Source: an optimization exercise on an open RTL-to-GDS flow (aim: small area, a short achievable clock period and few clock cycles). Production flows keep margins and buffers that such runs may drop. Function was checked by simulation only, so behaviour that the tests miss may differ from the original.

[run.sh]
#!/bin/bash
# synth_recipe.tcl (not shown) runs the flow's synth.tcl, then flattens the netlist and writes it again
# the make line also repeats each setting of config.mk as NAME=value (left out here)
make -C /OpenROAD-flow-scripts/flow DESIGN_CONFIG=/design/flow/config.mk WORK_HOME=/design/flow/orfs CLKGATE_MAP_FILE= SYNTH_SCRIPT=/design/flow/synth_recipe.tcl finish
[config.mk]
export PLATFORM = sky130hd
export DESIGN_NAME = sha2_digest
export DESIGN_NICKNAME = sha2_digest
export VERILOG_FILES = /design/flow/design.v
export SDC_FILE = /design/flow/constraint.sdc
export NUM_CORES = 4
export LEC_CHECK = 0
export CAP_MARGIN = 20
export CORE_MARGIN = 2
export CORE_UTILIZATION = 30
export PLACE_DENSITY = 0.42
export SLEW_MARGIN = 20
export SYNTH_MEMORY_MAX_BITS = 16384
[constraint.sdc]
create_clock -name core_clock -period 12.0 [get_ports {clk}]
set_input_delay 2.4000 -clock core_clock [delete_from_list [all_inputs] [get_ports {clk}]]
set_output_delay 2.4000 -clock core_clock [all_outputs]
set_load 0.01 [all_outputs]
[design.v]
module sha2_digest (
  input  wire         clk,
  input  wire         rst,
  input  wire         in_valid,
  output wire         in_ready,
  input  wire [63:0]  in_data,
  input  wire [3:0]   in_alg,
  input  wire         in_last,
  input  wire [3:0]   in_nbytes,
  output reg          out_valid,
  output reg          out_err,
  output reg  [511:0] out_digest
);
  localparam [1:0] A_ERR = 2'd0, A_256 = 2'd1, A_384 = 2'd2, A_512 = 2'd3;
  function automatic [1:0] alg_code(input [3:0] alg);
    case (alg)
      4'h1:    alg_code = A_256;
      4'h2:    alg_code = A_384;
      4'h3:    alg_code = A_512;
      default: alg_code = A_ERR;
    endcase
  endfunction
  function automatic [63:0] kconst(input [6:0] t);
    case (t)
      7'd0: kconst = 64'h428a2f98d728ae22;
      7'd1: kconst = 64'h7137449123ef65cd;
      7'd2: kconst = 64'hb5c0fbcfec4d3b2f;
      7'd3: kconst = 64'he9b5dba58189dbbc;
      7'd4: kconst = 64'h3956c25bf348b538;
      7'd5: kconst = 64'h59f111f1b605d019;
      7'd6: kconst = 64'h923f82a4af194f9b;
      7'd7: kconst = 64'hab1c5ed5da6d8118;
      7'd8: kconst = 64'hd807aa98a3030242;
      7'd9: kconst = 64'h12835b0145706fbe;
      7'd10: kconst = 64'h243185be4ee4b28c;
      7'd11: kconst = 64'h550c7dc3d5ffb4e2;
      7'd12: kconst = 64'h72be5d74f27b896f;
      7'd13: kconst = 64'h80deb1fe3b1696b1;
      7'd14: kconst = 64'h9bdc06a725c71235;
      7'd15: kconst = 64'hc19bf174cf692694;
      7'd16: kconst = 64'he49b69c19ef14ad2;
      7'd17: kconst = 64'hefbe4786384f25e3;
      7'd18: kconst = 64'h0fc19dc68b8cd5b5;
      7'd19: kconst = 64'h240ca1cc77ac9c65;
      7'd20: kconst = 64'h2de92c6f592b0275;
      7'd21: kconst = 64'h4a7484aa6ea6e483;
      7'd22: kconst = 64'h5cb0a9dcbd41fbd4;
      7'd23: kconst = 64'h76f988da831153b5;
      7'd24: kconst = 64'h983e5152ee66dfab;
      7'd25: kconst = 64'ha831c66d2db43210;
      7'd26: kconst = 64'hb00327c898fb213f;
      7'd27: kconst = 64'hbf597fc7beef0ee4;
      7'd28: kconst = 64'hc6e00bf33da88fc2;
      7'd29: kconst = 64'hd5a79147930aa725;
      7'd30: kconst = 64'h06ca6351e003826f;
      7'd31: kconst = 64'h142929670a0e6e70;
      7'd32: kconst = 64'h27b70a8546d22ffc;
      7'd33: kconst = 64'h2e1b21385c26c926;
      7'd34: kconst = 64'h4d2c6dfc5ac42aed;
      7'd35: kconst = 64'h53380d139d95b3df;
      7'd36: kconst = 64'h650a73548baf63de;
      7'd37: kconst = 64'h766a0abb3c77b2a8;
      7'd38: kconst = 64'h81c2c92e47edaee6;
      7'd39: kconst = 64'h92722c851482353b;
      7'd40: kconst = 64'ha2bfe8a14cf10364;
      7'd41: kconst = 64'ha81a664bbc423001;
      7'd42: kconst = 64'hc24b8b70d0f89791;
      7'd43: kconst = 64'hc76c51a30654be30;
      7'd44: kconst = 64'hd192e819d6ef5218;
      7'd45: kconst = 64'hd69906245565a910;
      7'd46: kconst = 64'hf40e35855771202a;
      7'd47: kconst = 64'h106aa07032bbd1b8;
      7'd48: kconst = 64'h19a4c116b8d2d0c8;
      7'd49: kconst = 64'h1e376c085141ab53;
      7'd50: kconst = 64'h2748774cdf8eeb99;
      7'd51: kconst = 64'h34b0bcb5e19b48a8;
      7'd52: kconst = 64'h391c0cb3c5c95a63;
      7'd53: kconst = 64'h4ed8aa4ae3418acb;
      7'd54: kconst = 64'h5b9cca4f7763e373;
      7'd55: kconst = 64'h682e6ff3d6b2b8a3;
      7'd56: kconst = 64'h748f82ee5defb2fc;
      7'd57: kconst = 64'h78a5636f43172f60;
      7'd58: kconst = 64'h84c87814a1f0ab72;
      7'd59: kconst = 64'h8cc702081a6439ec;
      7'd60: kconst = 64'h90befffa23631e28;
      7'd61: kconst = 64'ha4506cebde82bde9;
      7'd62: kconst = 64'hbef9a3f7b2c67915;
      7'd63: kconst = 64'hc67178f2e372532b;
      7'd64: kconst = 64'hca273eceea26619c;
      7'd65: kconst = 64'hd186b8c721c0c207;
      7'd66: kconst = 64'heada7dd6cde0eb1e;
      7'd67: kconst = 64'hf57d4f7fee6ed178;
      7'd68: kconst = 64'h06f067aa72176fba;
      7'd69: kconst = 64'h0a637dc5a2c898a6;
      7'd70: kconst = 64'h113f9804bef90dae;
      7'd71: kconst = 64'h1b710b35131c471b;
      7'd72: kconst = 64'h28db77f523047d84;
      7'd73: kconst = 64'h32caab7b40c72493;
      7'd74: kconst = 64'h3c9ebe0a15c9bebc;
      7'd75: kconst = 64'h431d67c49c100d4c;
      7'd76: kconst = 64'h4cc5d4becb3e42b6;
      7'd77: kconst = 64'h597f299cfc657e2a;
      7'd78: kconst = 64'h5fcb6fab3ad6faec;
      7'd79: kconst = 64'h6c44198c4a475817;
      default: kconst = 64'h0;
    endcase
  endfunction
  function automatic [63:0] iv512(input [2:0] i);
    case (i)
      3'd0: iv512 = 64'h6a09e667f3bcc908;
      3'd1: iv512 = 64'hbb67ae8584caa73b;
      3'd2: iv512 = 64'h3c6ef372fe94f82b;
      3'd3: iv512 = 64'ha54ff53a5f1d36f1;
      3'd4: iv512 = 64'h510e527fade682d1;
      3'd5: iv512 = 64'h9b05688c2b3e6c1f;
      3'd6: iv512 = 64'h1f83d9abfb41bd6b;
      default: iv512 = 64'h5be0cd19137e2179;
    endcase
  endfunction
  function automatic [63:0] iv384(input [2:0] i);
    case (i)
      3'd0: iv384 = 64'hcbbb9d5dc1059ed8;
      3'd1: iv384 = 64'h629a292a367cd507;
      3'd2: iv384 = 64'h9159015a3070dd17;
      3'd3: iv384 = 64'h152fecd8f70e5939;
      3'd4: iv384 = 64'h67332667ffc00b31;
      3'd5: iv384 = 64'h8eb44a8768581511;
      3'd6: iv384 = 64'hdb0c2e0d64f98fa7;
      default: iv384 = 64'h47b5481dbefa4fa4;
    endcase
  endfunction
  function automatic [63:0] ivf(input [1:0] alg, input [2:0] i);
    reg [63:0] v;
    begin
      v = iv512(i);
      case (alg)
        A_256:   ivf = {32'b0, v[63:32]};
        A_384:   ivf = iv384(i);
        default: ivf = v;
      endcase
    end
  endfunction
  function automatic [63:0] kf(input c256, input [6:0] t);
    reg [63:0] v;
    begin
      v = kconst(t);
      kf = c256 ? {v[31:0], v[63:32]} : v;
    end
  endfunction
  function automatic [63:0] bswap64(input [63:0] x);
    bswap64 = {x[7:0], x[15:8], x[23:16], x[31:24],
               x[39:32], x[47:40], x[55:48], x[63:56]};
  endfunction
  function automatic [31:0] bswap32(input [31:0] x);
    bswap32 = {x[7:0], x[15:8], x[23:16], x[31:24]};
  endfunction
  function automatic [63:0] rotr64(input [63:0] x, input integer n);
    rotr64 = (x >> n) | (x << (64 - n));
  endfunction
  function automatic [31:0] rotr32(input [31:0] x, input integer n);
    rotr32 = (x >> n) | (x << (32 - n));
  endfunction
  function automatic [63:0] csa_s(input [63:0] x, input [63:0] y, input [63:0] z);
    csa_s = x ^ y ^ z;
  endfunction
  function automatic [63:0] csa_c(input [63:0] x, input [63:0] y, input [63:0] z);
    reg [63:0] m;
    begin
      m = (x & y) | (x & z) | (y & z);
      csa_c = {m[62:0], 1'b0};
    end
  endfunction
  localparam S_DATA = 1'b0, S_PAD = 1'b1;
  reg          in_state;
  reg          msg_start;      
  reg  [1:0]   cur_alg;        
  reg          first_blk;      
  reg  [31:0]  byte_len;       
  reg          mark_done;      
  reg          len_ok;         
  reg  [3:0]   pcnt;           
  reg          err_pend;       
  wire       first_word = (in_state == S_DATA) && msg_start;
  wire [1:0] word_alg   = first_word ? alg_code(in_alg) : cur_alg;
  wire       wide       = (word_alg != A_256);            
  wire [3:0] last_idx   = wide ? 4'd15 : 4'd7;           
  wire [3:0] len_idx    = wide ? 4'd14 : 4'd7;           
  wire [34:0] bit_len   = {byte_len, 3'b000};
  reg  [63:0] last_word;
  integer bi;
  always @* begin
    for (bi = 0; bi < 8; bi = bi + 1) begin
      if (bi < in_nbytes)
        last_word[8*bi +: 8] = in_data[8*bi +: 8];
      else if (bi == in_nbytes)
        last_word[8*bi +: 8] = 8'h80;
      else
        last_word[8*bi +: 8] = 8'h00;
    end
  end
  reg         pw_valid;
  reg  [63:0] pw;
  reg         pw_mark;         
  reg         pw_len;          
  always @* begin
    pw_valid = 1'b0;
    pw       = 64'h0;
    pw_mark  = 1'b0;
    pw_len   = 1'b0;
    if (in_state == S_DATA) begin
      pw_valid = in_valid && !err_pend && (word_alg != A_ERR);
      if (in_last) begin
        pw      = last_word;
        pw_mark = (in_nbytes < 4'd8);
      end else begin
        pw      = in_data;
      end
    end else begin
      pw_valid = 1'b1;
      if (!mark_done) begin
        pw      = 64'h80;
        pw_mark = 1'b1;
      end else if (len_ok && pcnt >= len_idx) begin
        if (pcnt == last_idx) begin
          pw     = bswap64({29'b0, bit_len});
          pw_len = 1'b1;
        end else begin
          pw     = 64'h0;            
        end
      end
    end
  end
  reg         busy;            
  reg  [6:0]  rc;              
  reg  [1:0]  c_alg;
  reg         c_first;
  reg         c_final;
  reg  [4:0]  wcnt;            
  reg         ldab;            
  reg  [3:0]  rot;             
  reg         stash_v;         
  reg  [1:0]  nb_alg;          
  reg         nb_first;
  reg         nb_final;
  reg  [63:0] hs [0:7];        
  reg  [63:0] wv [0:7];        
  reg  [63:0] w  [0:15];       
  reg  [63:0] pre;             
  wire c256   = (c_alg == A_256);
  wire lr     = busy && (rc == (c256 ? 7'd63 : 7'd79));    
  wire r_m3   = busy && (rc == (c256 ? 7'd61 : 7'd77));
  wire r_m2   = busy && (rc == (c256 ? 7'd62 : 7'd78));
  wire ldph   = busy && (c256 ? (rc >= 7'd48) : (rc >= 7'd64));
  wire idle_ld = !busy && (rot == 4'd0);
  wire slot   = (wcnt != 5'd16) && ((ldph && !ldab) || idle_ld);
  wire take_s = slot && stash_v;
  wire wnt    = slot && !stash_v;
  wire take_p = wnt && pw_valid;
  wire take   = take_s || take_p;
  wire prep   = idle_ld && (wcnt == 5'd16);
  wire imm    = lr && take;                  
  wire start  = imm || prep;
  wire nb_final_now = nb_final || (take_p && pw_len);
  wire w256   = (word_alg == A_256);
  wire err_fire = err_pend && !busy && (wcnt == 5'd0) && (rot == 4'd0) && !stash_v;
  assign in_ready = (in_state == S_DATA) && !err_pend &&
                    (wnt || (!msg_start && cur_alg == A_ERR));
  wire accept = in_valid && in_ready;
  wire blk_done = take_p && (pcnt == last_idx);
  always @(posedge clk) begin
    if (rst) begin
      in_state  <= S_DATA;
      msg_start <= 1'b1;
      cur_alg   <= A_ERR;
      first_blk <= 1'b1;
      byte_len  <= 32'd0;
      mark_done <= 1'b0;
      len_ok    <= 1'b0;
      pcnt      <= 4'd0;
      err_pend  <= 1'b0;
    end else begin
      if (err_fire)
        err_pend <= 1'b0;
      if (accept) begin
        msg_start <= in_last;
        if (msg_start) begin
          cur_alg   <= word_alg;
          first_blk <= 1'b1;
          byte_len  <= in_last ? {28'd0, in_nbytes} : 32'd8;
          mark_done <= 1'b0;
          len_ok    <= 1'b0;
        end else begin
          byte_len  <= byte_len + (in_last ? {28'd0, in_nbytes} : 32'd8);
        end
        if (in_last) begin
          if (word_alg == A_ERR)
            err_pend <= 1'b1;
          else
            in_state <= S_PAD;
        end
      end
      if (take_p) begin
        if (pw_mark) begin
          mark_done <= 1'b1;
          len_ok    <= blk_done || (pcnt < len_idx);
        end else if (blk_done && mark_done) begin
          len_ok    <= 1'b1;
        end
        if (blk_done) begin
          pcnt      <= 4'd0;
          first_blk <= 1'b0;
          if (pw_len)
            in_state <= S_DATA;
        end else begin
          pcnt      <= pcnt + 4'd1;
        end
      end
    end
  end
  always @(posedge clk) begin
    if (rst) begin
      busy     <= 1'b0;
      rc       <= 7'd0;
      c_alg    <= A_ERR;
      c_first  <= 1'b0;
      c_final  <= 1'b0;
      wcnt     <= 5'd0;
      ldab     <= 1'b0;
      rot      <= 4'd0;
      stash_v  <= 1'b0;
      nb_alg   <= A_ERR;
      nb_first <= 1'b0;
      nb_final <= 1'b0;
    end else begin
      if (take_p) begin
        stash_v <= w256;
        if (pcnt == 4'd0) begin
          nb_alg   <= word_alg;
          nb_first <= first_word || first_blk;
          nb_final <= 1'b0;
        end
        if (pw_len)
          nb_final <= 1'b1;
      end else if (take_s) begin
        stash_v <= 1'b0;
      end
      if (ldph && !ldab && wnt && !pw_valid)
        ldab <= 1'b1;
      if (!busy && rot != 4'd0)
        rot <= rot - 4'd1;
      if (start)
        wcnt <= 5'd0;
      else if (take)
        wcnt <= wcnt + 5'd1;
      if (start) begin
        busy    <= 1'b1;
        rc      <= 7'd0;
        c_alg   <= nb_alg;
        c_first <= nb_first;
        c_final <= nb_final_now;
        ldab    <= 1'b0;
      end else if (lr) begin
        busy    <= 1'b0;
        ldab    <= 1'b0;
        rot     <= wcnt[3:0];
      end else if (busy) begin
        rc      <= rc + 7'd1;
      end
    end
  end
  reg  [63:0] s0, s1, ch, maj, ws0, ws1;
  always @* begin
    s1  = rotr64(wv[4], 14) ^ rotr64(wv[4], 18) ^ rotr64(wv[4], 41);
    s0  = rotr64(wv[0], 28) ^ rotr64(wv[0], 34) ^ rotr64(wv[0], 39);
    ws0 = rotr64(w[1], 1) ^ rotr64(w[1], 8) ^ (w[1] >> 7);
    ws1 = rotr64(w[14], 19) ^ rotr64(w[14], 61) ^ (w[14] >> 6);
    if (c256) begin
      s1[31:0]  = rotr32(wv[4][31:0], 6) ^ rotr32(wv[4][31:0], 11) ^ rotr32(wv[4][31:0], 25);
      s0[31:0]  = rotr32(wv[0][31:0], 2) ^ rotr32(wv[0][31:0], 13) ^ rotr32(wv[0][31:0], 22);
      ws0[31:0] = rotr32(w[1][31:0], 7) ^ rotr32(w[1][31:0], 18) ^ (w[1][31:0] >> 3);
      ws1[31:0] = rotr32(w[14][31:0], 17) ^ rotr32(w[14][31:0], 19) ^ (w[14][31:0] >> 10);
    end
    ch  = (wv[4] & wv[5]) ^ (~wv[4] & wv[6]);
    maj = (wv[0] & wv[1]) ^ (wv[0] & wv[2]) ^ (wv[1] & wv[2]);
  end
  wire [63:0] hx0 = lr ? (c_first ? ivf(c_alg, 3'd0) : hs[0]) : 64'h0;
  wire [63:0] hx4 = lr ? (c_first ? ivf(c_alg, 3'd4) : hs[4]) : 64'h0;
  wire [63:0] e1s = csa_s(pre, wv[3], hx4);
  wire [63:0] e1c = csa_c(pre, wv[3], hx4);
  wire [63:0] e2s = csa_s(s1, ch, e1s);
  wire [63:0] e2c = csa_c(s1, ch, e1s);
  wire [63:0] e3s = csa_s(e2s, e2c, e1c);
  wire [63:0] e3c = csa_c(e2s, e2c, e1c);
  wire [63:0] new_e = e3s + e3c;
  wire [63:0] a1s = csa_s(pre, hx0, ch);
  wire [63:0] a1c = csa_c(pre, hx0, ch);
  wire [63:0] a2s = csa_s(s1, s0, maj);
  wire [63:0] a2c = csa_c(s1, s0, maj);
  wire [63:0] a3s = csa_s(a1s, a1c, a2s);
  wire [63:0] a3c = csa_c(a1s, a1c, a2s);
  wire [63:0] a4s = csa_s(a3s, a3c, a2c);
  wire [63:0] a4c = csa_c(a3s, a3c, a2c);
  wire [63:0] new_a = a4s + a4c;
  wire [63:0] w1s = csa_s(ws1, w[9], ws0);
  wire [63:0] w1c = csa_c(ws1, w[9], ws0);
  wire [63:0] w2s = csa_s(w1s, w1c, w[0]);
  wire [63:0] w2c = csa_c(w1s, w1c, w[0]);
  wire [63:0] new_w = w2s + w2c;
  wire [2:0]  hk_a = r_m3 ? 3'd3 : r_m2 ? 3'd2 : 3'd1;
  wire [63:0] opA  = c_first ? ivf(c_alg, hk_a) : hs[hk_a];
  wire [63:0] opE  = c_first ? ivf(c_alg, hk_a + 3'd4) : hs[hk_a + 3'd4];
  wire [63:0] addA = opA + wv[0];
  wire [63:0] addE = opE + wv[4];
  wire        rnext = busy && !lr;
  wire [63:0] pre_h = rnext ? wv[6] : (nb_first ? ivf(nb_alg, 3'd7) : hs[7]);
  wire [63:0] pre_w = busy ? w[1] : w[0];
  wire [63:0] pre_k = rnext ? kf(c256, rc + 7'd1) : kf(nb_alg == A_256, 7'd0);
  wire [63:0] p1s = csa_s(pre_h, pre_w, pre_k);
  wire [63:0] p1c = csa_c(pre_h, pre_w, pre_k);
  wire [31:0] lw_lo = stash_v ? w[15][63:32] :
                      w256 ? bswap32(pw[31:0]) : bswap32(pw[63:32]);
  wire [31:0] lw_hi = w256 ? bswap32(pw[63:32]) : bswap32(pw[31:0]);
  integer i;
  always @(posedge clk) begin
    pre <= p1s + p1c;
    if (busy || (rot != 4'd0) || take) begin
      for (i = 0; i < 15; i = i + 1)
        w[i] <= w[i+1];
      if (busy && !take)
        w[15] <= new_w;
      else if (!busy && rot != 4'd0)
        w[15] <= w[0];
      else
        w[15] <= {lw_hi, lw_lo};
    end
    if (r_m3) begin
      hs[3] <= addA;
      hs[7] <= addE;
    end
    if (r_m2) begin
      hs[2] <= addA;
      hs[6] <= addE;
    end
    if (lr) begin
      hs[1] <= addA;
      hs[5] <= addE;
      hs[0] <= new_a;
      hs[4] <= new_e;
    end
    if ((imm || prep) && nb_first) begin
      for (i = 0; i < 8; i = i + 1)
        wv[i] <= ivf(nb_alg, i);
    end else if (lr) begin
      wv[0] <= new_a;
      wv[1] <= addA;
      wv[2] <= hs[2];
      wv[3] <= hs[3];
      wv[4] <= new_e;
      wv[5] <= addE;
      wv[6] <= hs[6];
      wv[7] <= hs[7];
    end else if (busy) begin
      wv[0] <= new_a;
      wv[1] <= wv[0];
      wv[2] <= wv[1];
      wv[3] <= wv[2];
      wv[4] <= new_e;
      wv[5] <= wv[4];
      wv[6] <= wv[5];
      wv[7] <= wv[6];
    end
  end
  reg om256, omw, om512;       
  always @(posedge clk) begin
    if (rst) begin
      out_valid <= 1'b0;
      out_err   <= 1'b0;
      om256     <= 1'b0;
      omw       <= 1'b0;
      om512     <= 1'b0;
    end else begin
      out_valid <= (lr && c_final) || err_fire;
      if (lr && c_final) begin
        out_err <= 1'b0;
        om256   <= c256;
        omw     <= !c256;
        om512   <= (c_alg == A_512);
      end else if (err_fire) begin
        out_err <= 1'b1;
        om256   <= 1'b0;
        omw     <= 1'b0;
        om512   <= 1'b0;
      end
    end
  end
  integer di;
  always @* begin
    for (di = 0; di < 8; di = di + 1) begin
      if (di < 4)
        out_digest[64*di +: 64] =
          ({64{om256}} & {bswap32(hs[2*di+1][31:0]), bswap32(hs[2*di][31:0])}) |
          ({64{omw}}   & bswap64(hs[di]));
      else if (di < 6)
        out_digest[64*di +: 64] = {64{omw}} & bswap64(hs[di]);
      else
        out_digest[64*di +: 64] = {64{om512}} & bswap64(hs[di]);
    end
  end
endmodule
==> run_results.csv, run 1 <==
group,metric,value,unit
timing,finalClockSkew,0.131,ns
finish,final_core_util,0.351,
synthesis,yosysSeqAreaShare,0.451,
placed_design,post_dp_cell_area,152000,sq um
floorplan,fp.dieH,683,microns
finish,stdcell_count,20000,
finish,final_cell_mix,"edfxtp_1 (1,984), nand2_1 (1,355), a21oi_1 (1,030), o21ai_0 (849), inv_1 (756)",
floorplan,fp.dieW,683,microns
cts,htree_levels,5,
floorplan,dieArea,466000,sq um
drt,drc_errors,0,
synthesis,syn_inst,13300,
cts,cts_buffer_depth,4,
timing,maxSlewHeadroom,0.104,
cts,cts_setup_buffers,0,
cts,clk_pin_slew,0.07,ns
synthesis,postSynthAreaPerCell,10.4,sq um
worst_setup_path,cp_slowest_cell,"a211oi_1",
global_routing,grt_pass1_wl,1120000,microns
cts,numCtsBuffers,268,
run,max-cap-violations,0,
placed_design,dp_cells,19500,
synthesis,synth_top_area_frac,0.431,
global_routing,grtUsageMet3,0.0915,
synthesis,synth_edf_count,1984,
drt,wl_per_cell,43.3,microns
timing,rsz0062_at_grt,"no",
worst_setup_path,worst_ep_arrival_time,10.23,ns
finish,final_net_count,14800,
worst_setup_path,critPathMaxFanout,97,
synthesis,async_reset_ff_frac,0,
drt,detail-route-antenna-nets,0,
finish,fillCellCount,46600,
worst_setup_path,crit_type,"flip-flop to flip-flop",
placed_design,place.gp.congestion,1.08,
floorplan,core,460000,sq um
timing,max_freq,104,MHz
finish,stdcell_area,161000,sq um
placed_design,dp_slack,2.63,ns
cts,clk_latency,0.99,ns
global_routing,met1_usage,0.500,
cts,cts_hold_buf,0,
synthesis,ys_ff_latch,2124,
floorplan,io_pins,591,
synthesis,ys_top_cells_by_area,"edfxtp_1 (43%), fa_1 (9.2%), xnor2_1 (4.4%)",
worst_setup_path,crit_required,12.65,ns
worst_setup_path,cpLargestDelayFamily,"compound AO/OA/AOI/OAI gates",
worst_setup_path,worst-path-buf-inv,4,
cts,cts-root-buf,"clkbuf_16",
worst_setup_path,end_kind,"flip-flop",
synthesis,yosysWarningCount,4,
finish,post_route_cells_drive_above_1_share,0.0755,
global_routing,grt_remaining_overflow,0,
global_routing,gr-max-usage-layer,"met2",
placed_design,port-buffer-count,590,
floorplan,initial_core_util,0.301,
drt,vias,120000,
timing,drv_slew,0,
synthesis,ys.flop_type,"edfxtp_1",
timing,setup-violations-final,0,
global_routing,grt_util_all_layers,0.360,
global_routing,grt_pass1_vias,111000,
synthesis,synth_area,138000,sq um
drt,dr.pass1.iters,23,
worst_setup_path,crit_path_frequent_cell,"fa_1",
global_routing,antenna_found_initial,100,
timing,worst_pin_slew,1.33,ns
worst_setup_path,worstSetupStartpointType,"flip-flop",
worst_setup_path,cp_cell_sequence,"ha_4, inv_4, o31a_1, nor2_4, nand2_4, inv_8, buf_4, nand2_1, fa_1, fa_1, fa_1, inv_1, ha_1, o21a_1, o31a_1, o2111ai_1, a211oi_1, a31oi_1, o41ai_2, a21oi_1, a31oi_1, a21oi_1, xnor2_1",
floorplan,rows,249,
synthesis,synth_top_cell_by_area,"edfxtp_1",
timing,hold_viol_final,0,
drt,wl,868000,microns
synthesis,synth_nets,14500,
cts,post_cts_resized,0,
worst_setup_path,max_stage_delay,0.76,ns
drt,drt_iter0_markers,18700,
placed_design,post-dp-hpwl,690000,microns
status,outcome,"no timing/DRC/antenna violations",
global_routing,use_met2,0.501,
timing,setup_ws,2.42,ns
finish,layout_commonest_cell,"edfxtp_1",
timing,fin_crit_sh,0.798,
synthesis,synthDistinctLibCells,103,
cts,clock_sink_count,2124,
cts,cts_tree,"built",
timing,period_needed,9.58,ns
finish,area_delta_synth_final,16.5,%
global_routing,grt_max_degree,193,
worst_hold_path,hp-class,"flip-flop to flip-flop",
drt,vias_per_cell,5.99,
## state kept, by name, indices dropped and copies added (netlist names), 2 cells and up
register	count
w	1024
rc	7
c_alg	2
cur_alg	2
byte_len	32
pre	64
hs	512
pcnt	4
rot	4
wcnt	5
wv	448
nb_alg	2
## logic make-up (layout without fill, tap and decap cells)
| group | Yosys count | in the layout | synth area share |
|---|---|---|---|
| muxes | 238 | 238 | 0.0177 |
| DFF | 2124 | 2124 | 0.451 |
| and+or+nand+nor | 3288 | 3288 | 0.108 |
| xor gates and xnor gates | 1081 | 1081 | 0.0685 |
| adders and majority gates | 1050 | 1050 | 0.129 |
| other | 0 | 46 | 0 |
| AOI/OAI and AO/OA | 3810 | 3810 | 0.177 |
| buffers and inverters | 1751 | 2255 | 0.0485 |
## worst reg2reg max path: stages, from the launching register on
cell       delay, ns
dfxtp_1         0.42
ha_4            0.67
inv_4           0.42
o31a_1          0.51
nor2_4          0.18
nand2_4         0.31
inv_8           0.80
buf_4           0.70
nand2_1         0.15
fa_1            0.53
fa_1            0.43
fa_1            0.49
inv_1           0.05
ha_1            0.33
o21a_1          0.13
o31a_1          0.19
o2111ai_1       0.24
a211oi_1        0.77
a31oi_1         0.35
o41ai_2         0.60
a21oi_1         0.27
a31oi_1         0.41
a21oi_1         0.19
xnor2_1         0.15
## metrics by stage
stage / setup TNS [ns] / hold slack, ns
detailed placement: 0 / 0.405
global placement: 0 / 0.400
global route: 0 / 0.330
CTS: 0 / 0.327
finish: 0 / 0.323
floorplan: -377.20 / 0.400
## worst paths after layout
check	cells after the start	to	slack (ns)	from
setup reg to reg	23	hs[0][60]	2.42	c_alg[0]
hold / removal	0	w[6][2]	0.32	w[7][2]
setup / recovery	23	hs[0][60]	2.42	c_alg[0]
hold reg to reg	0	w[6][2]	0.32	w[7][2]
## Yosys cell counts (20+ instances only)
cell type and n:
mux2_2 47, mux2i_1 190, nand2b_1 75, nand3_1 247, nor2_1 760, edfxtp_1 1984
o21a_1 86, nand4_1 87, a21oi_1 1034, a221o_1 20, nand2_1 1360, xnor2_1 690
nor2b_1 59, o211ai_1 118, o21ai_0 874, xor2_1 390, a22o_1 290, nor3_1 122
buf_1 94, or2_2 26, a31oi_1 287, clkbuf_1 785, nand3b_1 36, o22ai_1 82
buf_2 104, inv_1 762, or3_1 56, o31ai_1 37, o311ai_0 24, fa_1 634
dfxtp_1 140, ha_1 415, and2_1 327, a221oi_1 58, o21bai_1 92, a311oi_1 38
a22oi_1 73, o221ai_1 45, a21o_1 300, a211oi_1 121, and3_1 68
## per-layer routing
metal | share of wire | wire, microns
met1 | 0.42 | 364000
met2 | 0.40 | 350000
met3 | 0.11 | 92100
met4 | 0.071 | 61500
met5 | 0.00050 | 435
## final cells by class
| type | count | area, sq um | area share |
|---|---|---|---|
| clock buffers | 335 | 7140 | 0.0443 |
| inverters | 768 | 2910 | 0.0180 |
| flip-flops and latches | 2124 | 62400 | 0.387 |
| repair buffers | 1009 | 9470 | 0.0588 |
| diodes | 46 | 115 | 0.000714 |
| clock inverters | 143 | 1510 | 0.00936 |
| multi-input cells | 9467 | 69900 | 0.434 |
| well taps | 6149 | 7690 | 0.0477 |
Testbench counts, summed over its fixed seeds: cycles 74,336.
==> run 2, diff against run 1 <==
--- a/design.v
+++ b/design.v
@@ -145,5 +145,5 @@
     begin
       v = kconst(t);
-      kf = c256 ? {v[31:0], v[63:32]} : v;
+      kf = {v[63:32], c256 ? v[63:32] : v[31:0]};
     end
   endfunction
@@ -240,4 +240,6 @@
   reg  [3:0]  rot;             
   reg         stash_v;         
+  reg         pk_q;            
+  reg         pk_ok;           
   reg  [1:0]  nb_alg;          
   reg         nb_first;
@@ -247,15 +249,20 @@
   reg  [63:0] w  [0:15];       
   reg  [63:0] pre;             
-  wire c256   = (c_alg == A_256);
-  wire lr     = busy && (rc == (c256 ? 7'd63 : 7'd79));    
-  wire r_m3   = busy && (rc == (c256 ? 7'd61 : 7'd77));
-  wire r_m2   = busy && (rc == (c256 ? 7'd62 : 7'd78));
-  wire ldph   = busy && (c256 ? (rc >= 7'd48) : (rc >= 7'd64));
+  reg         c256;            
+  reg  [6:0]  rk;              
+  reg  [63:0] kreg;            
+  reg         lr;              
+  reg         r_m3;            
+  reg         r_m2;
+  reg         ldph;            
+  reg         hx_hs, hx_256, hx_384, hx_512;   
   wire idle_ld = !busy && (rot == 4'd0);
   wire slot   = (wcnt != 5'd16) && ((ldph && !ldab) || idle_ld);
   wire take_s = slot && stash_v;
   wire wnt    = slot && !stash_v;
-  wire take_p = wnt && pw_valid;
+  wire take_p = wnt && (busy ? pw_valid : (in_state == S_PAD || (pk_ok && !err_pend)));
   wire take   = take_s || take_p;
+  wire idle_take = idle_ld && (wcnt != 5'd16) &&
+                   (stash_v || in_state == S_PAD || (pk_ok && !err_pend));
   wire prep   = idle_ld && (wcnt == 5'd16);
   wire imm    = lr && take;                  
@@ -265,5 +272,5 @@
   wire err_fire = err_pend && !busy && (wcnt == 5'd0) && (rot == 4'd0) && !stash_v;
   assign in_ready = (in_state == S_DATA) && !err_pend &&
-                    (wnt || (!msg_start && cur_alg == A_ERR));
+                    ((wnt && (busy || pk_q)) || (!msg_start && cur_alg == A_ERR));
   wire accept = in_valid && in_ready;
   wire blk_done = take_p && (pcnt == last_idx);
@@ -323,4 +330,14 @@
       rc       <= 7'd0;
       c_alg    <= A_ERR;
+      c256     <= 1'b0;
+      rk       <= 7'd0;
+      lr       <= 1'b0;
+      hx_hs    <= 1'b0;
+      hx_256   <= 1'b0;
+      hx_384   <= 1'b0;
+      hx_512   <= 1'b0;
+      r_m3     <= 1'b0;
+      r_m2     <= 1'b0;
+      ldph     <= 1'b0;
       c_first  <= 1'b0;
       c_final  <= 1'b0;
@@ -332,5 +349,10 @@
       nb_first <= 1'b0;
       nb_final <= 1'b0;
+      pk_q     <= 1'b0;
+      pk_ok    <= 1'b0;
     end else begin
+      pk_q  <= in_valid && !accept;
+      pk_ok <= in_valid && !accept &&
+               (msg_start ? (alg_code(in_alg) != A_ERR) : (cur_alg != A_ERR));
       if (take_p) begin
         stash_v <= w256;
@@ -353,11 +375,22 @@
       else if (take)
         wcnt <= wcnt + 5'd1;
+      lr   <= 1'b0;
+      hx_hs  <= 1'b0;
+      hx_256 <= 1'b0;
+      hx_384 <= 1'b0;
+      hx_512 <= 1'b0;
+      r_m3 <= 1'b0;
+      r_m2 <= 1'b0;
+      ldph <= 1'b0;
       if (start) begin
         busy    <= 1'b1;
         rc      <= 7'd0;
+        rk      <= 7'd2;
         c_alg   <= nb_alg;
+        c256    <= (nb_alg == A_256);
         c_first <= nb_first;
         c_final <= nb_final_now;
         ldab    <= 1'b0;
+        nb_first <= 1'b0;
       end else if (lr) begin
         busy    <= 1'b0;
@@ -366,4 +399,15 @@
       end else if (busy) begin
         rc      <= rc + 7'd1;
+        rk      <= rk + 7'd1;
+        lr      <= (rc == (c256 ? 7'd62 : 7'd78));
+        if (rc == (c256 ? 7'd62 : 7'd78)) begin
+          hx_hs  <= !c_first;
+          hx_256 <= c_first && c256;
+          hx_384 <= c_first && (c_alg == A_384);
+          hx_512 <= c_first && (c_alg == A_512);
+        end
+        r_m2    <= (rc == (c256 ? 7'd61 : 7'd77));
+        r_m3    <= (rc == (c256 ? 7'd60 : 7'd76));
+        ldph    <= (rc >= (c256 ? 7'd47 : 7'd63));
       end
     end
@@ -384,6 +428,8 @@
     maj = (wv[0] & wv[1]) ^ (wv[0] & wv[2]) ^ (wv[1] & wv[2]);
   end
-  wire [63:0] hx0 = lr ? (c_first ? ivf(c_alg, 3'd0) : hs[0]) : 64'h0;
-  wire [63:0] hx4 = lr ? (c_first ? ivf(c_alg, 3'd4) : hs[4]) : 64'h0;
+  wire [63:0] hx0 = ({64{hx_hs}}  & hs[0]) | ({64{hx_256}} & ivf(A_256, 3'd0)) |
+                    ({64{hx_384}} & ivf(A_384, 3'd0)) | ({64{hx_512}} & ivf(A_512, 3'd0));
+  wire [63:0] hx4 = ({64{hx_hs}}  & hs[4]) | ({64{hx_256}} & ivf(A_256, 3'd4)) |
+                    ({64{hx_384}} & ivf(A_384, 3'd4)) | ({64{hx_512}} & ivf(A_512, 3'd4));
   wire [63:0] e1s = csa_s(pre, wv[3], hx4);
   wire [63:0] e1c = csa_c(pre, wv[3], hx4);
@@ -415,5 +461,5 @@
   wire [63:0] pre_h = rnext ? wv[6] : (nb_first ? ivf(nb_alg, 3'd7) : hs[7]);
   wire [63:0] pre_w = busy ? w[1] : w[0];
-  wire [63:0] pre_k = rnext ? kf(c256, rc + 7'd1) : kf(nb_alg == A_256, 7'd0);
+  wire [63:0] pre_k = rnext ? kreg : kf(nb_alg == A_256, 7'd0);
   wire [63:0] p1s = csa_s(pre_h, pre_w, pre_k);
   wire [63:0] p1c = csa_c(pre_h, pre_w, pre_k);
@@ -424,8 +470,9 @@
   always @(posedge clk) begin
     pre <= p1s + p1c;
-    if (busy || (rot != 4'd0) || take) begin
+    kreg <= start ? kf(nb_alg == A_256, 7'd1) : kf(c256, rk);
+    if (busy || (rot != 4'd0) || idle_take) begin
       for (i = 0; i < 15; i = i + 1)
         w[i] <= w[i+1];
-      if (busy && !take)
+      if (busy && !ldph)
         w[15] <= new_w;
       else if (!busy && rot != 4'd0)
@@ -448,5 +495,5 @@
       hs[4] <= new_e;
     end
-    if ((imm || prep) && nb_first) begin
+    if ((lr || prep) && nb_first) begin
       for (i = 0; i < 8; i = i + 1)
         wv[i] <= ivf(nb_alg, i);
@@ -460,5 +507,8 @@
       wv[6] <= hs[6];
       wv[7] <= hs[7];
-    end else if (busy) begin
+    end else if (prep) begin
+      for (i = 0; i < 8; i = i + 1)
+        wv[i] <= hs[i];
+    end else begin
       wv[0] <= new_a;
       wv[1] <= wv[0];
==> flow/run.sh (new file) <==
#!/bin/bash
# The standard ORFS layout (standard.sh) with one change: timing repair aims
# for 7 ns of setup slack at the design's 12 ns clock instead of 0, so the
# layout is optimised towards a shorter achieved period. The SDC, the clock
# period and every other step are the standard flow's own.
set -euo pipefail
bash standard.sh SETUP_SLACK_MARGIN=7 finish > standard_make.log 2>&1
==> standard.sh (new file) <==
#!/bin/bash
# synth_recipe.tcl (not shown) runs the flow's synth.tcl, then flattens the netlist and writes it again
# the make line also repeats each setting of config.mk as NAME=value (left out here)
make -C /OpenROAD-flow-scripts/flow DESIGN_CONFIG=/design/flow/config.mk WORK_HOME=/design/flow/orfs CLKGATE_MAP_FILE= SYNTH_SCRIPT=/design/flow/synth_recipe.tcl "${@:-finish}"
--- a/config.mk
+++ b/config.mk
@@ -8,6 +8,6 @@
 export CAP_MARGIN = 20
 export CORE_MARGIN = 2
-export CORE_UTILIZATION = 30
-export PLACE_DENSITY = 0.42
+export CORE_UTILIZATION = 40
+export PLACE_DENSITY = 0.55
 export SLEW_MARGIN = 20
 export SYNTH_MEMORY_MAX_BITS = 16384
removed: run.sh
==> run 2 against run 1 <==
Effect of this change:
- now fails the layout checks on max-capacitance violations, max-slew violations
- design area increased by 16%
- first-iteration DRC count increased by 37%
- largest cell class unchanged
- clock-buffer cell count increased by 1
- critical path depth decreased by 4
- worst hold slack improved by 0.071 ns
==> run_results.csv, run 2 <==
group,metric,value,unit
status,outcome,"finished with violations",
status,so_faults,"max-capacitance violations, max-slew violations",
drt,drc_errors,0,
cts,cts_tree,"built",
floorplan,core,344000,sq um
worst_setup_path,crit_path_frequent_cell,"a21oi_1",
synthesis,ys.flop_type,"edfxtp_1",
drt,wl_per_cell,46.4,microns
drt,dr.pass1.iters,12,
synthesis,syn_inst,13900,
cts,cts-root-buf,"clkbuf_16",
global_routing,grt_remaining_overflow,0,
cts,clock_sink_count,2206,
floorplan,rows,215,
worst_setup_path,crit_type,"flip-flop to flip-flop",
synthesis,async_reset_ff_frac,0,
cts,htree_levels,5,
finish,area_delta_synth_final,35.2,%
global_routing,grt_util_all_layers,0.515,
synthesis,ys_ff_latch,2206,
finish,top_register,"w",
placed_design,post-dp-hpwl,678000,microns
floorplan,fp.dieH,592,microns
timing,fin_crit_sh,0.497,
synthesis,ys_top_cells_by_area,"edfxtp_1 (33%), dfxtp_1 (9.7%), fa_1 (9.2%)",
worst_setup_path,cp_cell_sequence,"inv_4, nor2_4, buf_12, buf_6, buf_16, a21oi_1, a21oi_1, fa_1, inv_1, ha_1, a21oi_1, o21ai_0, a21oi_1, o21bai_1, a32o_1, a21oi_2, a21oi_1, a211oi_2, xnor2_1",
finish,fillCellCount,30300,
worst_setup_path,worstSetupStartpointType,"flip-flop",
drt,vias_per_cell,6.84,
floorplan,dieArea,350000,sq um
worst_setup_path,worst_ep_arrival_time,6.85,ns
finish,final_cell_mix,"edfxtp_1 (1,536), buf_4 (1,119), nand2_1 (1,063), a21oi_1 (1,029), nor2_1 (965)",
synthesis,yosysSeqAreaShare,0.431,
cts,numCtsBuffers,264,
global_routing,antenna_found_initial,188,
timing,maxSlewHeadroom,-0.481,
synthesis,synth_top_cell_by_area,"edfxtp_1",
cts,cts_hold_buf,0,
placed_design,port-buffer-count,590,
drt,wl,948000,microns
timing,period_needed,5.97,ns
synthesis,synthDistinctLibCells,96,
synthesis,synth_area,138000,sq um
drt,vias,140000,
run,max-cap-violations,2,
worst_setup_path,cp_slowest_cell,"a21oi_1",
synthesis,yosysWarningCount,4,
finish,stdcell_area,187000,sq um
drt,drt_iter0_markers,25600,
timing,worst_pin_slew,2.22,ns
worst_setup_path,critPathMaxFanout,17,
finish,layout_commonest_cell,"edfxtp_1",
synthesis,synthTopCellsByCount,"edfxtp_1 (1,536), a21oi_1 (1,279), nand2_1 (1,135)",
cts,cts_buffer_depth,4,
cts,clk_pin_slew,0.07,ns
synthesis,synth_most_common_cell,"edfxtp_1",
global_routing,grt_max_degree,178,
cts,clk_latency,1.01,ns
floorplan,initial_core_util,0.402,
timing,finalClockSkew,0.0771,ns
worst_hold_path,hp-class,"flip-flop to flip-flop",
global_routing,grt_pass1_vias,121000,
timing,drv_slew,10,
synthesis,synth_top_area_frac,0.334,
synthesis,postSynthAreaPerCell,9.92,sq um
finish,largest_reg_flops,1024,
finish,final_net_count,16600,
worst_setup_path,end_kind,"flip-flop",
timing,rsz0062_at_grt,"yes",
timing,setup-violations-final,0,
placed_design,post_dp_cell_area,150000,sq um
timing,hold_viol_final,0,
synthesis,synth_nets,15100,
finish,post_route_cells_drive_above_1_share,0.256,
placed_design,place.gp.congestion,1.22,
synthesis,synth_edf_count,1536,
timing,setup_tns,0,ns
drt,detail-route-antenna-nets,0,
worst_setup_path,crit_required,12.88,ns
global_routing,grt_pass1_wl,1190000,microns
floorplan,io_pins,591,
floorplan,fp.dieW,592,microns
timing,max_freq,168,MHz
worst_setup_path,max_stage_delay,1.64,ns
finish,top_regs,"w (1024), hs (512), wv (448)",
finish,final_core_util,0.544,
-- run 2: repair_timing --
| item | in CTS | in global routing |
|---|---|---|
| pin swaps | 434 | 519 |
| gates cloned | 96 | 28 |
| endpoints found under the setup margin | 1321 | 808 |
| setup buffers | 744 | 359 |
| gates resized for setup | 2200 | 1334 |
-- run 2: path summary, 6_finish.rpt --
path              startpoint        to  slack [ns]  depth (start not counted)
hold / removal      w[7][38]  w[6][38]        0.39                          0
setup / recovery        busy   pre[63]        6.03                         19
setup reg to reg        busy   pre[63]        6.03                         19
hold reg to reg     w[7][38]  w[6][38]        0.39                          0
-- run 2: cell families after synthesis --
family	after synthesis	synth area share
AND/OR/NAND/NOR	3304	0.108
XOR/XNOR	1092	0.0692
buffers and inverters	1871	0.0509
AO/OA/AOI/OAI	4079	0.187
flip-flops	2206	0.431
adder cells (fa/ha/maj)	1064	0.131
multiplexers	319	0.0240
-- run 2: routing by layer --
metal | part of all wire | up-vias | track usage | wire (microns)
met3 | 0.17 | 4197 | 0.272 | 157000
met1 | 0.35 | 68900 | 0.619 | 332000
met2 | 0.36 | 13700 | 0.649 | 344000
met5 | 0.0025 | - | 0.0183 | 2380
met4 | 0.12 | 82 | 0.472 | 112000
li1 | - | 52700 | - | -
-- run 2: final cells by class --
cell class,instances,area [sq um],area share
multi-input combinational,9863,83400,0.446
sequential,2206,59900,0.320
timing repair buffer,2290,25000,0.134
clock buffer,336,7250,0.0388
tap,4557,5700,0.0305
inverter,831,3220,0.0173
clock inverter,146,1890,0.0101
antenna,185,463,0.00248
timing repair inverter,2,17.5,0.0000938
-- run 2: metrics by stage --
stage	hold slack (ns)	worst slack, ns	instances
floorplan	0.400	5.89	13900
global placement	0.400	4.35	18500
detailed placement	0.405	4.42	18500
CTS	0.402	6.50	19800
global route	0.407	6.13	20300
finish	0.394	6.03	20400
-- run 2: critical path, delay by kind of cell (launching register included) --
kind	cells	cell delay, ns
buf+inv	5	0.90
flops	1	0.47
compound gates	10	3.15
xor+xnor	1	0.20
simple gates	1	0.15
fa+ha+maj	2	0.94
Testbench counts of run 2, summed over its fixed seeds: cycles 74,399.
==> run 3, diff against run 2 <==
--- a/design.v
+++ b/design.v
@@ -248,5 +248,6 @@
   reg  [63:0] wv [0:7];        
   reg  [63:0] w  [0:15];       
-  reg  [63:0] pre;             
+  reg  [63:0] pre_a;           
+  reg  [63:0] pre_e;           
   reg         c256;            
   reg  [6:0]  rk;              
@@ -256,5 +257,4 @@
   reg         r_m2;
   reg         ldph;            
-  reg         hx_hs, hx_256, hx_384, hx_512;   
   wire idle_ld = !busy && (rot == 4'd0);
   wire slot   = (wcnt != 5'd16) && ((ldph && !ldab) || idle_ld);
@@ -333,8 +333,4 @@
       rk       <= 7'd0;
       lr       <= 1'b0;
-      hx_hs    <= 1'b0;
-      hx_256   <= 1'b0;
-      hx_384   <= 1'b0;
-      hx_512   <= 1'b0;
       r_m3     <= 1'b0;
       r_m2     <= 1'b0;
@@ -376,8 +372,4 @@
         wcnt <= wcnt + 5'd1;
       lr   <= 1'b0;
-      hx_hs  <= 1'b0;
-      hx_256 <= 1'b0;
-      hx_384 <= 1'b0;
-      hx_512 <= 1'b0;
       r_m3 <= 1'b0;
       r_m2 <= 1'b0;
@@ -401,10 +393,4 @@
         rk      <= rk + 7'd1;
         lr      <= (rc == (c256 ? 7'd62 : 7'd78));
-        if (rc == (c256 ? 7'd62 : 7'd78)) begin
-          hx_hs  <= !c_first;
-          hx_256 <= c_first && c256;
-          hx_384 <= c_first && (c_alg == A_384);
-          hx_512 <= c_first && (c_alg == A_512);
-        end
         r_m2    <= (rc == (c256 ? 7'd61 : 7'd77));
         r_m3    <= (rc == (c256 ? 7'd60 : 7'd76));
@@ -428,24 +414,17 @@
     maj = (wv[0] & wv[1]) ^ (wv[0] & wv[2]) ^ (wv[1] & wv[2]);
   end
-  wire [63:0] hx0 = ({64{hx_hs}}  & hs[0]) | ({64{hx_256}} & ivf(A_256, 3'd0)) |
-                    ({64{hx_384}} & ivf(A_384, 3'd0)) | ({64{hx_512}} & ivf(A_512, 3'd0));
-  wire [63:0] hx4 = ({64{hx_hs}}  & hs[4]) | ({64{hx_256}} & ivf(A_256, 3'd4)) |
-                    ({64{hx_384}} & ivf(A_384, 3'd4)) | ({64{hx_512}} & ivf(A_512, 3'd4));
-  wire [63:0] e1s = csa_s(pre, wv[3], hx4);
-  wire [63:0] e1c = csa_c(pre, wv[3], hx4);
-  wire [63:0] e2s = csa_s(s1, ch, e1s);
-  wire [63:0] e2c = csa_c(s1, ch, e1s);
-  wire [63:0] e3s = csa_s(e2s, e2c, e1c);
-  wire [63:0] e3c = csa_c(e2s, e2c, e1c);
-  wire [63:0] new_e = e3s + e3c;
-  wire [63:0] a1s = csa_s(pre, hx0, ch);
-  wire [63:0] a1c = csa_c(pre, hx0, ch);
-  wire [63:0] a2s = csa_s(s1, s0, maj);
-  wire [63:0] a2c = csa_c(s1, s0, maj);
-  wire [63:0] a3s = csa_s(a1s, a1c, a2s);
-  wire [63:0] a3c = csa_c(a1s, a1c, a2s);
-  wire [63:0] a4s = csa_s(a3s, a3c, a2c);
-  wire [63:0] a4c = csa_c(a3s, a3c, a2c);
-  wire [63:0] new_a = a4s + a4c;
+  reg  [63:0] hx4;             
+  wire [63:0] e1s = csa_s(s1, ch, pre_e);
+  wire [63:0] e1c = csa_c(s1, ch, pre_e);
+  wire [63:0] e2s = csa_s(e1s, e1c, hx4);
+  wire [63:0] e2c = csa_c(e1s, e1c, hx4);
+  wire [63:0] new_e = e2s + e2c;
+  wire [63:0] a1s = csa_s(ch, maj, pre_a);
+  wire [63:0] a1c = csa_c(ch, maj, pre_a);
+  wire [63:0] a2s = csa_s(s1, s0, a1s);
+  wire [63:0] a2c = csa_c(s1, s0, a1s);
+  wire [63:0] a3s = csa_s(a2s, a2c, a1c);
+  wire [63:0] a3c = csa_c(a2s, a2c, a1c);
+  wire [63:0] new_a = a3s + a3c;
   wire [63:0] w1s = csa_s(ws1, w[9], ws0);
   wire [63:0] w1c = csa_c(ws1, w[9], ws0);
@@ -460,8 +439,14 @@
   wire        rnext = busy && !lr;
   wire [63:0] pre_h = rnext ? wv[6] : (nb_first ? ivf(nb_alg, 3'd7) : hs[7]);
+  wire [63:0] pre_d = rnext ? wv[2] : (nb_first ? ivf(nb_alg, 3'd3) : hs[3]);
   wire [63:0] pre_w = busy ? w[1] : w[0];
   wire [63:0] pre_k = rnext ? kreg : kf(nb_alg == A_256, 7'd0);
+  wire [63:0] hxa = r_m2 ? (c_first ? ivf(c_alg, 3'd0) : hs[0]) : 64'h0;
   wire [63:0] p1s = csa_s(pre_h, pre_w, pre_k);
   wire [63:0] p1c = csa_c(pre_h, pre_w, pre_k);
+  wire [63:0] pas = csa_s(p1s, p1c, hxa);
+  wire [63:0] pac = csa_c(p1s, p1c, hxa);
+  wire [63:0] p2s = csa_s(p1s, p1c, pre_d);
+  wire [63:0] p2c = csa_c(p1s, p1c, pre_d);
   wire [31:0] lw_lo = stash_v ? w[15][63:32] :
                       w256 ? bswap32(pw[31:0]) : bswap32(pw[63:32]);
@@ -469,5 +454,7 @@
   integer i;
   always @(posedge clk) begin
-    pre <= p1s + p1c;
+    pre_a <= pas + pac;
+    pre_e <= p2s + p2c;
+    hx4   <= r_m2 ? (c_first ? ivf(c_alg, 3'd4) : hs[4]) : 64'h0;
     kreg <= start ? kf(nb_alg == A_256, 7'd1) : kf(c256, rk);
     if (busy || (rot != 4'd0) || idle_take) begin
--- a/config.mk
+++ b/config.mk
@@ -6,8 +6,8 @@
 export NUM_CORES = 4
 export LEC_CHECK = 0
-export CAP_MARGIN = 20
+export CAP_MARGIN = 40
 export CORE_MARGIN = 2
-export CORE_UTILIZATION = 40
-export PLACE_DENSITY = 0.55
-export SLEW_MARGIN = 20
+export CORE_UTILIZATION = 45
+export PLACE_DENSITY = 0.6
+export SLEW_MARGIN = 40
 export SYNTH_MEMORY_MAX_BITS = 16384
==> run 3 against run 2 <==
Effect of this change:
- now clean on timing, DRC and antenna
- clock-buffer cell count rose by 1
- via count rose by 3.1%
- first-iteration DRC count rose by 13%
- wire length fell by 1.6%
- fmax rose by 2.1%
- final cell count fell by 0.43%
- highest routed layer unchanged
- core utilization rose by 6.7 points
- die area fell by 8.5%
- clock skew fell by 0.026 ns
==> run_results.csv, run 3 <==
group,metric,value,unit
status,outcome,"no timing/DRC/antenna violations",
worst_hold_path,hp-class,"flip-flop to flip-flop",
timing,hold_viol_final,0,
synthesis,synthTopCellsByCount,"edfxtp_1 (1,536), a21oi_1 (1,216), nand2_1 (1,194)",
finish,stdcell_area,192000,sq um
finish,largest_reg_flops,1024,
cts,clk_latency,0.97,ns
worst_setup_path,crit_required,12.86,ns
synthesis,synthMuxAreaShare,0.0218,
timing,drv_slew,0,
finish,post_route_cells_drive_above_1_share,0.274,
synthesis,yosysSeqAreaShare,0.427,
worst_setup_path,critPathMaxFanout,6,
synthesis,synth_top_cell_by_area,"edfxtp_1",
drt,detail-route-antenna-nets,0,
synthesis,ys.flop_type,"edfxtp_1",
cts,cts-root-buf,"clkbuf_16",
synthesis,synth_nets,15500,
floorplan,rows,206,
finish,stdcell_count,20300,
timing,setup_tns,0,ns
cts,cts_tree,"built",
finish,final_cell_mix,"edfxtp_1 (1,536), buf_4 (1,128), nand2_1 (1,122), a21oi_1 (935), inv_1 (836)",
synthesis,ys_ff_latch,2266,
finish,top_regs,"w (1024), hs (512), wv (384)",
finish,area_delta_synth_final,35.2,%
drt,wl_per_cell,45.9,microns
synthesis,synth_xor_area_frac,0.0713,
global_routing,grt_pass1_vias,128000,
synthesis,ys_top_cells_by_area,"edfxtp_1 (32%), dfxtp_1 (10%), fa_1 (9.0%)",
floorplan,dieArea,321000,sq um
cts,clk_pin_slew,0.07,ns
synthesis,synth_adder_area_share,0.133,
global_routing,antenna_found_initial,125,
synthesis,synth-simple-area-share,0.107,
drt,drc_errors,0,
global_routing,grt_util_all_layers,0.555,
timing,worst_pin_slew,1.14,ns
drt,dr.pass1.iters,13,
placed_design,post_dp_cell_area,154000,sq um
placed_design,port-buffer-count,590,
timing,period_needed,5.85,ns
synthesis,synthDistinctLibCells,101,
synthesis,syn_inst,14300,
synthesis,yosysWarningCount,4,
worst_setup_path,worstSetupStartpointType,"flip-flop",
global_routing,grt_max_degree,161,
cts,clock_sink_count,2266,
finish,top_register,"w",
worst_hold_path,min_path_cells,0,
drt,wl,933000,microns
timing,setup-violations-final,0,
finish,multiInputGateArea,88300,sq um
floorplan,fp.dieW,566,microns
drt,drt_iter0_markers,28800,
timing,fin_crit_sh,0.487,
cts,cts_buffer_depth,4,
timing,maxSlewHeadroom,0.237,
global_routing,grt_pass1_wl,1190000,microns
timing,max_freq,171,MHz
worst_setup_path,end_kind,"flip-flop",
synthesis,postSynthAreaPerCell,9.96,sq um
synthesis,synth_top_area_frac,0.324,
finish,final_net_count,17100,
synthesis,synth-compound-area-share,0.189,
placed_design,post-dp-hpwl,669000,microns
worst_setup_path,cp_slowest_cell,"a2111oi_4",
floorplan,fp.dieH,566,microns
floorplan,initial_core_util,0.452,
worst_setup_path,max_stage_delay,0.64,ns
finish,fillCellCount,25800,
worst_setup_path,crit_type,"flip-flop to flip-flop",
floorplan,io_pins,591,
timing,rsz0062_at_grt,"yes",
finish,register_area,61100,sq um
worst_setup_path,reg2regPathDepth,22,
cts,cts_hold_buf,0,
timing,finalClockSkew,0.0509,ns
timing,setup_ws,6.15,ns
timing,hold_slack,0.402,ns
drt,vias,144000,
placed_design,place.gp.congestion,1.24,
cts,numCtsBuffers,264,
placed_design,dp_cells,18400,
floorplan,core,315000,sq um
finish,layout_commonest_cell,"edfxtp_1",
finish,final_core_util,0.611,
placed_design,dp_slack,4.14,ns
synthesis,synth_area,142000,sq um
synthesis,synth_most_common_cell,"edfxtp_1",
global_routing,grt_remaining_overflow,0,
run,max-cap-violations,0,
cts,htree_levels,5,
drt,vias_per_cell,7.08,
worst_setup_path,worst_ep_arrival_time,6.70,ns
synthesis,synth_top_family_by_area,"compound AO/OA/AOI/OAI gates",
worst_setup_path,crit_path_frequent_cell,"buf_6",
synthesis,synth_edf_count,1536,
worst_setup_path,cp_cell_sequence,"buf_12, xor2_1, xnor2_1, o21ai_2, fa_1, fa_1, ha_1, a211oi_2, o21a_2, nor3_4, o211ai_1, buf_4, a2111oi_4, a31oi_4, buf_6, buf_6, buf_6, o21ai_4, a31oi_1, xnor2_1, mux2i_1, o21ai_1",
synthesis,async_reset_ff_frac,0,
-- run 3: cell types whose count changed after synthesis, moves of 43 or more --
cell / delta
a21oi_1: -63
xnor2_1: +120
a211oi_1: -43
nor2_1: -159
inv_1: +61
o21ai_0: +63
nand2_1: +59
dfxtp_1: +60
xor2_1: -55
ha_1: +63
a31oi_1: -53
-- run 3: layout make-up --
cell class / count / area share
repair inverters: 5 / 0.000241
clock inverters: 141 / 0.00910
clock buffers: 337 / 0.0374
multi-input cells: 10100 / 0.459
diodes: 109 / 0.00142
well taps: 4160 / 0.0271
flip-flops and latches: 2266 / 0.318
repair buffers: 2348 / 0.130
inverters: 896 / 0.0180
-- run 3: metal layers --
metal,routed length [microns],up-vias,global-route usage
met3,176000,3862,0.339
met5,2960,-,0.0562
met1,333000,71300,0.691
met4,92900,92,0.420
met2,328000,14500,0.672
li1,-,54100,-
-- run 3: critical path: cells and delay by family (launching register included) --
kind            cells  cell delay, ns
buf+inv             5            0.77
compound gates      9            2.22
fa+ha+maj           3            1.38
mux                 1            0.11
flops               1            0.42
xor+xnor            3            0.59
simple gates        1            0.24
-- run 3: kinds of logic (layout without fill, tap and decap cells) --
kind of cell / after synthesis / after routing
compound gates: 4166 / 4166
other cells: 0 / 109
xor+xnor: 1157 / 1157
fa+ha+maj: 1127 / 1127
simple gates: 3323 / 3323
mux: 294 / 294
flops: 2266 / 2266
buf+inv: 1939 / 3727
-- run 3: timing repair --
action / in CTS / in global routing
setup buffers: 903 / 300
setup endpoints to repair: 1342 / 774
gates resized for setup: 2793 / 1160
cloned: 95 / 9
hold endpoints to repair: 0 / 0
pin swaps: 624 / 492
-- run 3: final timing paths --
path	startpoint	end	slack, ns
max reg2reg	wv[0][31]	wv[0][59]	6.15
min	w[6][28]	w[5][28]	0.40
min reg2reg	w[6][28]	w[5][28]	0.40
max	wv[0][31]	wv[0][59]	6.15
Testbench counts of run 3, summed over its fixed seeds: cycles 74,399.
==> run 4, diff against run 3 <==
--- a/flow/run.sh
+++ b/flow/run.sh
@@ -5,3 +5,3 @@
 # period and every other step are the standard flow's own.
 set -euo pipefail
-bash standard.sh SETUP_SLACK_MARGIN=7 finish > standard_make.log 2>&1
+bash standard.sh SETUP_SLACK_MARGIN=6.5 finish > standard_make.log 2>&1
==> run 4 against run 3 <==
Effect of this change:
- now fails the layout checks on antenna violations
- core utilization fell by 4.3 points
- setup slack lost 0.050 ns
- non-clock buffer count down 648
- flip-flop and latch count did not move
- clock skew is 0.0058 ns higher
- critical path depth decreased by 5
- final cell count is 3.3% lower
- clock-buffer cell count stayed put
- critical path type unchanged
- highest routed layer unchanged
==> run_results.csv, run 4 <==
group,metric,value,unit
timing,hold_viol_final,0,
drt,vias_per_cell,6.97,
worst_setup_path,crit_type,"flip-flop to flip-flop",
global_routing,grt_max_degree,161,
placed_design,post-dp-hpwl,669000,microns
drt,dr.pass1.iters,10,
finish,final_cell_mix,"edfxtp_1 (1,536), nand2_1 (1,160), a21oi_1 (1,040), inv_1 (853), nor2_1 (840)",
finish,area_delta_synth_final,25.8,%
status,outcome,"finished with violations",
synthesis,synth_area,142000,sq um
floorplan,io_pins,591,
cts,numCtsBuffers,264,
finish,stdcell_count,19700,
synthesis,syn_inst,14300,
floorplan,initial_core_util,0.452,
status,so_faults,"antenna violations",
worst_setup_path,critPathMaxFanout,7,
finish,fillCellCount,27200,
synthesis,synth_top_area_frac,0.324,
synthesis,synthTopCellsByCount,"edfxtp_1 (1,536), a21oi_1 (1,216), nand2_1 (1,194)",
cts,cts-root-buf,"clkbuf_16",
finish,final_net_count,16400,
cts,cts_hold_buf,0,
synthesis,async_reset_ff_frac,0,
timing,setup-violations-final,0,
finish,post_route_cells_drive_above_1_share,0.189,
global_routing,grt_pass1_vias,122000,
floorplan,core,315000,sq um
synthesis,yosysSeqAreaShare,0.427,
worst_setup_path,worstSetupStartpointType,"flip-flop",
worst_setup_path,max_stage_delay,0.68,ns
worst_setup_path,worst-path-buf-inv,1,
global_routing,grt_pass1_wl,1140000,microns
worst_setup_path,crit_required,12.85,ns
worst_setup_path,end_kind,"flip-flop",
cts,htree_levels,5,
global_routing,antenna_found_initial,115,
timing,fin_crit_sh,0.491,
synthesis,ys_ff_latch,2266,
drt,drt_iter0_markers,26300,
timing,period_needed,5.90,ns
timing,drv_slew,0,
synthesis,synth_most_common_cell,"edfxtp_1",
worst_setup_path,worst_ep_arrival_time,6.75,ns
drt,wl_per_cell,45.1,microns
worst_setup_path,cpLargestDelayFamily,"adder cells",
timing,maxSlewHeadroom,0.281,
placed_design,dp_cells,18400,
drt,detail-route-antenna-nets,2,
global_routing,grt_util_all_layers,0.530,
cts,clock_sink_count,2266,
worst_hold_path,hp-class,"flip-flop to flip-flop",
cts,clk_pin_slew,0.07,ns
finish,top_register,"w",
floorplan,dieArea,321000,sq um
synthesis,synth_top_cell_by_area,"edfxtp_1",
worst_setup_path,crit_path_frequent_cell,"fa_1",
timing,rsz0062_at_grt,"yes",
cts,clk_latency,0.96,ns
finish,top_regs,"w (1024), hs (512), wv (384)",
synthesis,synth_nets,15500,
synthesis,yosysWarningCount,4,
synthesis,ys_top_cells_by_area,"edfxtp_1 (32%), dfxtp_1 (10%), fa_1 (9.0%)",
finish,largest_reg_flops,1024,
worst_setup_path,cp_slowest_cell,"a2111oi_4",
finish,register_area,61100,sq um
placed_design,post_dp_cell_area,154000,sq um
placed_design,port-buffer-count,590,
synthesis,synth_edf_count,1536,
floorplan,rows,206,
finish,layout_commonest_cell,"edfxtp_1",
drt,wl,888000,microns
floorplan,fp.dieH,566,microns
synthesis,ys.flop_type,"edfxtp_1",
timing,max_freq,170,MHz
run,max-cap-violations,0,
cts,cts_tree,"built",
worst_setup_path,cp_cell_sequence,"a21o_1, o21ai_1, fa_1, inv_1, fa_1, fa_1, ha_2, and2_2, and2_1, nand3_1, a2111oi_4, a31oi_4, or4_4, a21oi_2, xor2_1, nor2_1, o31ai_1",
placed_design,place.gp.congestion,1.24,
drt,drc_errors,0,
timing,finalClockSkew,0.0567,ns
cts,cts_buffer_depth,4,
drt,vias,137000,
floorplan,fp.dieW,566,microns
synthesis,synthDistinctLibCells,101,
synthesis,postSynthAreaPerCell,9.96,sq um
global_routing,grt_remaining_overflow,0,
timing,worst_pin_slew,1.07,ns
finish,stdcell_area,179000,sq um
finish,multiInputGateArea,82100,sq um
## run 4: what timing repair did
action                                  4_1_cts  5_1_grt
gates cloned                                 36       11
gates resized for setup                    1152      694
pin swaps                                   192      278
endpoints found under the setup margin     1201      364
buffers inserted                            400      213
## run 4: logic make-up (layout without fill, tap and decap cells)
family / after synthesis / in the layout / synth area share
AO/OA/AOI/OAI: 4166 / 4166 / 0.189
XOR/XNOR: 1157 / 1157 / 0.0713
adder cells (fa/ha/maj): 1127 / 1127 / 0.133
buffers and inverters: 1939 / 3077 / 0.0513
flip-flops: 2266 / 2266 / 0.427
multiplexers: 294 / 294 / 0.0218
other: 0 / 97 / 0
AND/OR/NAND/NOR: 3323 / 3323 / 0.107
## run 4: area by class of cell
cell class | instances | share of cell area
Clock inverter | 141 | 0.00978
Timing Repair inverter | 3 | 0.000147
Timing Repair Buffer | 1700 | 0.0994
Multi-Input combinational cell | 10100 | 0.459
Inverter | 896 | 0.0192
Sequential cell | 2266 | 0.342
Tap cell | 4160 | 0.0291
Antenna cell | 97 | 0.00136
Clock buffer | 337 | 0.0402
## run 4: path summary, 6_finish.rpt
kind,from,endpoint,slack [ns],cells past startpoint
max reg2reg,wv[0][42],wv[0][63],6.10,17
min,w[11][27],w[10][27],0.40,0
min reg2reg,w[11][27],w[10][27],0.40,0
max,wv[0][42],wv[0][63],6.10,17
## run 4: routing by layer
| layer | GRT usage | part of all wire | vias up | wire, microns |
|---|---|---|---|---|
| li1 | - | - | 52800 | - |
| met1 | 0.673 | 0.37 | 68300 | 325000 |
| met2 | 0.646 | 0.35 | 12900 | 315000 |
| met3 | 0.305 | 0.18 | 3078 | 161000 |
| met4 | 0.394 | 0.095 | 76 | 84600 |
| met5 | 0.0256 | 0.0020 | - | 1780 |
## run 4: through the flow
step	setup slack (ns)	TNS, ns	utilization	hold slack, ns
2_1_floorplan	-6.31	-6465.70	-	0.400
3_3_place_gp	3.62	0	0.487	0.400
3_5_place_dp	4.14	0	0.490	0.405
4_1_cts	6.34	0	0.550	0.394
5_1_grt	6.12	0	0.568	0.401
6_report	6.10	0	0.568	0.402

## static timing again, ports no longer ideal
The flow's constraints put no driver on any port. The routed layouts listed below were extracted and timed again, unchanged, in two steps. Step 1, drivers: a clkbuf_16 drives clk and a buf_2 each remaining input, both assumed. Step 2 times the ports against the registers' clock, not the clock port: input delays grow and output delays shrink by t, the midpoint of the rising clock arrivals with the driver on. a / b / c = no drivers / after step 1 / after step 2; a / b = the first two.
run | t (ns) | slack for setup (ns) | worst hold slack (ns) | cell pins on the clock port's net
run 1 | 1.054 | 2.422 / 2.422 / 2.422 | 0.323 / 0.323 / 0.323 | 1
run 2 | 1.098 | 6.031 / 6.031 / 5.959 | 0.394 / 0.394 / 0.394 | 1
run 3 | 1.066 | 6.152 / 6.152 / 6.021 | 0.402 / 0.402 / 0.402 | 1
run 4 | 1.046 | 6.103 / 6.103 / 5.565 | 0.402 / 0.402 / 0.402 | 1
For run 4, which loses most, drivers alone change the setup slack by 0.000 ns; drivers and shift together by -0.538 ns.
